From an optimization exercise on the open Yosys and OpenROAD flow, aimed at small area and a short achievable clock period; shortcuts taken in it are not production practice.
Where RTL was checked, it was by simulation tests only, not by an equivalence proof against the original.

==> job 9183 <==
Design ecc_bch_codec, start of the top module:
module ecc_bch_codec (
    input  wire        clk,
    input  wire        rst,           
    input  wire        in_valid,
    input  wire [63:0] in_wdata,      
    input  wire [63:0] in_rdata,      
    input  wire [15:0] in_rcheck,     
    output reg         out_valid,
    output reg  [15:0] out_wcheck,    
    output reg  [63:0] out_data,      
    output reg         out_ce,        
    output reg         out_ue,        
    output reg  [1:0]  out_nbits      
);
    wire [15:0] wcheck0;
    wire n1;
    c_xor2 u_n1 (.A(in_wdata[21]), .B(in_wdata[38]), .X(n1));
    wire n2;
    c_xor2 u_n2 (.A(in_wdata[6]), .B(in_wdata[42]), .X(n2));
    wire n3;
    c_xor2 u_n3 (.A(in_wdata[8]), .B(in_wdata[52]), .X(n3));
    wire n4;
    c_xor2 u_n4 (.A(in_wdata[4]), .B(in_wdata[9]), .X(n4));
    wire n5;
    c_xor2 u_n5 (.A(in_wdata[12]), .B(in_wdata[45]), .X(n5));
    wire n6;
    c_xor2 u_n6 (.A(in_wdata[28]), .B(in_wdata[34]), .X(n6));
    wire n7;
    c_xor2 u_n7 (.A(in_wdata[24]), .B(in_wdata[63]), .X(n7));
    wire n8;
    c_xor2 u_n8 (.A(in_wdata[14]), .B(in_wdata[56]), .X(n8));
    wire n9;
    c_xor2 u_n9 (.A(in_wdata[48]), .B(in_wdata[61]), .X(n9));
    wire n10;
    c_xor2 u_n10 (.A(in_wdata[19]), .B(in_wdata[27]), .X(n10));
    wire n11;
    c_xor2 u_n11 (.A(in_wdata[26]), .B(in_wdata[32]), .X(n11));
    wire n12;
    c_xor2 u_n12 (.A(in_wdata[2]), .B(in_wdata[11]), .X(n12));
    wire n13;
    c_xor2 u_n13 (.A(in_wdata[17]), .B(in_wdata[43]), .X(n13));
    wire n14;
    c_xor2 u_n14 (.A(in_wdata[25]), .B(in_wdata[47]), .X(n14));
    wire n15;
    c_xor2 u_n15 (.A(in_wdata[16]), .B(in_wdata[58]), .X(n15));
    wire n16;
    c_xor2 u_n16 (.A(in_wdata[10]), .B(in_wdata[54]), .X(n16));
    wire n17;
    c_xor2 u_n17 (.A(n5), .B(n9), .X(n17));
    wire n18;
    c_xor2 u_n18 (.A(n2), .B(n6), .X(n18));
    wire n19;
    c_xor2 u_n19 (.A(in_wdata[0]), .B(in_wdata[53]), .X(n19));
    wire n20;
    c_xor2 u_n20 (.A(in_wdata[3]), .B(in_wdata[31]), .X(n20));
    wire n21;
    c_xor2 u_n21 (.A(in_wdata[5]), .B(in_wdata[60]), .X(n21));
    wire n22;
  ...
Settings: LEC_CHECK=0, CAP_MARGIN=20, CORE_MARGIN=2, CORE_UTILIZATION=40, SLEW_MARGIN=20, SYNTH_HIERARCHICAL=1, SYNTH_MINIMUM_KEEP_SIZE=0; clock period 34.0 ns.
standard.sh (not shown) runs the stock make flow with config.mk's settings and CLKGATE_MAP_FILE= SYNTH_SCRIPT=/design/flow/synth_recipe.tcl, a recipe that flattens the netlist after the stock synthesis.
==> flow/flow/run.sh <==
#!/bin/bash
# Own layout flow: the standard ORFS flow (standard.sh, unchanged synthesis),
# with a setup-slack target for OpenROAD's timing repair and a small buffer cell
# for the port buffers. Everything else is as the standard flow's layout.
set -euo pipefail
MARGIN=$(cat flow/margin.txt)
bash standard.sh \
  "SETUP_SLACK_MARGIN=${MARGIN}" \
  "BUFFER_PORTS_ARGS=-buffer_cell sky130_fd_sc_hd__buf_2" \
  finish > orfs_make.log 2>&1
==> flow/flow/margin.txt <==
25.6
==> job 6732: changes against job 9183 <==
--- a/flow/flow/run.sh
+++ b/flow/flow/run.sh
@@ -7,4 +7,4 @@
 bash standard.sh \
   "SETUP_SLACK_MARGIN=${MARGIN}" \
-  "BUFFER_PORTS_ARGS=-buffer_cell sky130_fd_sc_hd__buf_2" \
+  "BUFFER_PORTS_ARGS=-buffer_cell sky130_fd_sc_hd__buf_1" \
   finish > orfs_make.log 2>&1
==> job 5857: changes against job 9183 <==
==> flow/flow/run.sh (replaced) <==
#!/bin/bash
# Own layout flow: the standard ORFS flow (standard.sh, so the synthesis is
# the standard one), with these changes to how the layout is made:
#  - OpenROAD's timing repair aims at the setup slack in flow/margin.txt;
#  - the port buffers are sky130_fd_sc_hd__buf_1;
#  - any further make variables listed in flow/extra.txt (one per line).
# The full make/ORFS output goes to orfs_make.log; ORFS keeps each step's log
# under orfs/logs/.
set -euo pipefail
MARGIN=$(cat flow/margin.txt)
EXTRA=()
if [[ -f flow/extra.txt ]]; then
  while IFS= read -r line; do [[ -n "$line" ]] && EXTRA+=("$line"); done < flow/extra.txt
fi
bash standard.sh \
  "SETUP_SLACK_MARGIN=${MARGIN}" \
  "BUFFER_PORTS_ARGS=-buffer_cell sky130_fd_sc_hd__buf_1" \
  "${EXTRA[@]}" \
  finish > orfs_make.log 2>&1
==> flow/flow/extra.txt (new file) <==
CTS_ARGS=-sink_clustering_enable -repair_clock_nets -dont_use_dummy_load
==> flow/flow/margin.txt (replaced) <==
25.3
==> run notes <==
- Maximum frequency, highest first: job 9183, job 6732, job 5857.


==> job 9212 <==
Another version of the RTL of ecc_bch_codec (not shown whole).
==> flow/design.v (excerpt) <==
module ecc_bch_codec (
    input  wire        clk,
    input  wire        rst,           
    input  wire        in_valid,
    input  wire [63:0] in_wdata,      
    input  wire [63:0] in_rdata,      
    input  wire [15:0] in_rcheck,     
    output reg         out_valid,
    output reg  [15:0] out_wcheck,    
    output reg  [63:0] out_data,      
    output reg         out_ce,        
    output reg         out_ue,        
    output reg  [1:0]  out_nbits      
);
    wire [15:0] wcheck0;
    wire n1;
    c_xor2 u_n1 (.A(in_wdata[21]), .B(in_wdata[38]), .X(n1));
    wire n2;
    c_xor2 u_n2 (.A(in_wdata[6]), .B(in_wdata[42]), .X(n2));
    wire n3;
    c_xor2 u_n3 (.A(in_wdata[8]), .B(in_wdata[52]), .X(n3));
    wire n4;
    c_xor2 u_n4 (.A(in_wdata[4]), .B(in_wdata[9]), .X(n4));
    wire n5;
    c_xor2 u_n5 (.A(in_wdata[12]), .B(in_wdata[45]), .X(n5));
    wire n6;
    c_xor2 u_n6 (.A(in_wdata[28]), .B(in_wdata[34]), .X(n6));
    wire n7;
    c_xor2 u_n7 (.A(in_wdata[24]), .B(in_wdata[63]), .X(n7));
    wire n8;
    c_xor2 u_n8 (.A(in_wdata[14]), .B(in_wdata[56]), .X(n8));
    wire n9;
    c_xor2 u_n9 (.A(in_wdata[48]), .B(in_wdata[61]), .X(n9));
    wire n10;
    c_xor2 u_n10 (.A(in_wdata[19]), .B(in_wdata[27]), .X(n10));
    wire n11;
    c_xor2 u_n11 (.A(in_wdata[26]), .B(in_wdata[32]), .X(n11));
    wire n12;
    c_xor2 u_n12 (.A(in_wdata[2]), .B(in_wdata[11]), .X(n12));
    wire n13;
  ...
==> flow/config.mk <==
export PLATFORM = sky130hd
export DESIGN_NAME = ecc_bch_codec
export DESIGN_NICKNAME = ecc_bch_codec
export VERILOG_FILES = /design/flow/design.v
export SDC_FILE = /design/flow/constraint.sdc
export NUM_CORES = 4
export LEC_CHECK = 0
export CAP_MARGIN = 20
export CORE_MARGIN = 2
export CORE_UTILIZATION = 40
export SLEW_MARGIN = 20
export SYNTH_HIERARCHICAL = 1
export SYNTH_MINIMUM_KEEP_SIZE = 0
==> flow/constraint.sdc <==
create_clock -name core_clock -period 34.0 [get_ports {clk}]
set_input_delay 6.8000 -clock core_clock [delete_from_list [all_inputs] [get_ports {clk}]]
set_output_delay 6.8000 -clock core_clock [all_outputs]
set_load 0.01 [all_outputs]
==> flow/flow/run.sh <==
#!/bin/bash
# Own layout flow: the standard ORFS flow (standard.sh, unchanged synthesis),
# with a setup-slack target for OpenROAD's timing repair and a small buffer cell
# for the port buffers. Everything else is as the standard flow's layout.
set -euo pipefail
MARGIN=$(cat flow/margin.txt)
bash standard.sh \
  "SETUP_SLACK_MARGIN=${MARGIN}" \
  "BUFFER_PORTS_ARGS=-buffer_cell sky130_fd_sc_hd__buf_1" \
  finish > orfs_make.log 2>&1
==> flow/flow/margin.txt <==
25.8
==> job 4724 (differences from job 9212) <==
==> flow/flow/margin.txt (replaced) <==
25.5
CORE_UTILIZATION = 65   (was 40)
==> summary of the runs <==
Fmax: job 4724 is lower than job 9212 (2.8%).
In job 4724 the clock skew is lower than in job 9212, by 0.0085 ns.
In job 4724 the final cell count is smaller than in job 9212, by 11%.
Job 9212 went through all stages and came out clean. Job 4724 completed with no timing, DRC or antenna violations.
Of job 9212 and job 4724, job 9212 has the higher routed wire length (gap about 3%, measured against job 4724).
In job 4724 the first-iteration DRC count is higher than in job 9212, by 58%.
Area after synthesis is the same in job 9212 and job 4724.
Synthesized cell count is the same in job 9212 and job 4724.
==> figures <==
quantity	job 9212	job 4724
Outcome	finished clean	finished clean
Highest metal layer used by the detailed router	met5	met4
RD Place Congestion	1.00	1.05
Max Clk Rate	120 MHz	117 MHz
Worst EP arrival	8.67 ns	8.89 ns
Fraction of area in registers	0.227	0.256
Placeable core region	29,500 µm²	18,000 µm²
Combined global-route utilization of all metal layers	0.283	0.414
Starting density of the core	0.403	0.662
Height of the die	176 µm	139 µm
First-pass GRT wire length	64.9 mm	61.3 mm
Critical path startpoint	in_rdata[52]	in_rdata[36]
Final area over synthesized area	1.350x	1.197x
Met1 track demand over resource in global routing	0.368	0.539
Count of vias placed by the detailed router	10,424	11,108
Setup Buffers After CTS	24	0
Detailed router's first-iteration violation count	1,028	1,620
Placed cell count	1,943	1,781
Multi-input combinational area share	0.598	0.600
No functional check of the RTL was part of any run of this note.

## afterwards: timing with drivers on the ports
How much do the figures lean on ideal ports? The routed layouts below were timed once more, with nothing changed but the port constraints.
Step 1, drivers: a clkbuf_16 drives clk and a buf_2 each remaining input, both assumed.
Step 2 moves the port delays by t, midway between the first and last clock arrival at a register: inputs arrive t later, outputs are due t later. That takes back most of the time a late clock gives input paths.
a / b / c = no drivers / after step 1 / after step 2; a / b = the first two.
run	shift t [ns]	slack for setup (ns)	worst register clock-pin slew, ns	worst slew at a driven data input, ns
job 9183	0.486	25.648 / 25.680 / 25.194	0.08 / 0.08	0.06
job 6732	0.492	25.625 / 25.645 / 25.152	0.09 / 0.09	0.07
job 5857	0.477	25.406 / 25.415 / 24.938	0.09 / 0.09	0.07
job 9212	0.490	25.697 / 25.727 / 25.237	0.09 / 0.09	0.09
job 4724	0.471	25.459 / 25.467 / 24.996	0.08 / 0.08	0.06
After both steps setup and hold are still met in every run listed. For job 6732, which loses most, drivers alone change the setup slack by +0.020 ns; drivers and shift together by -0.473 ns.
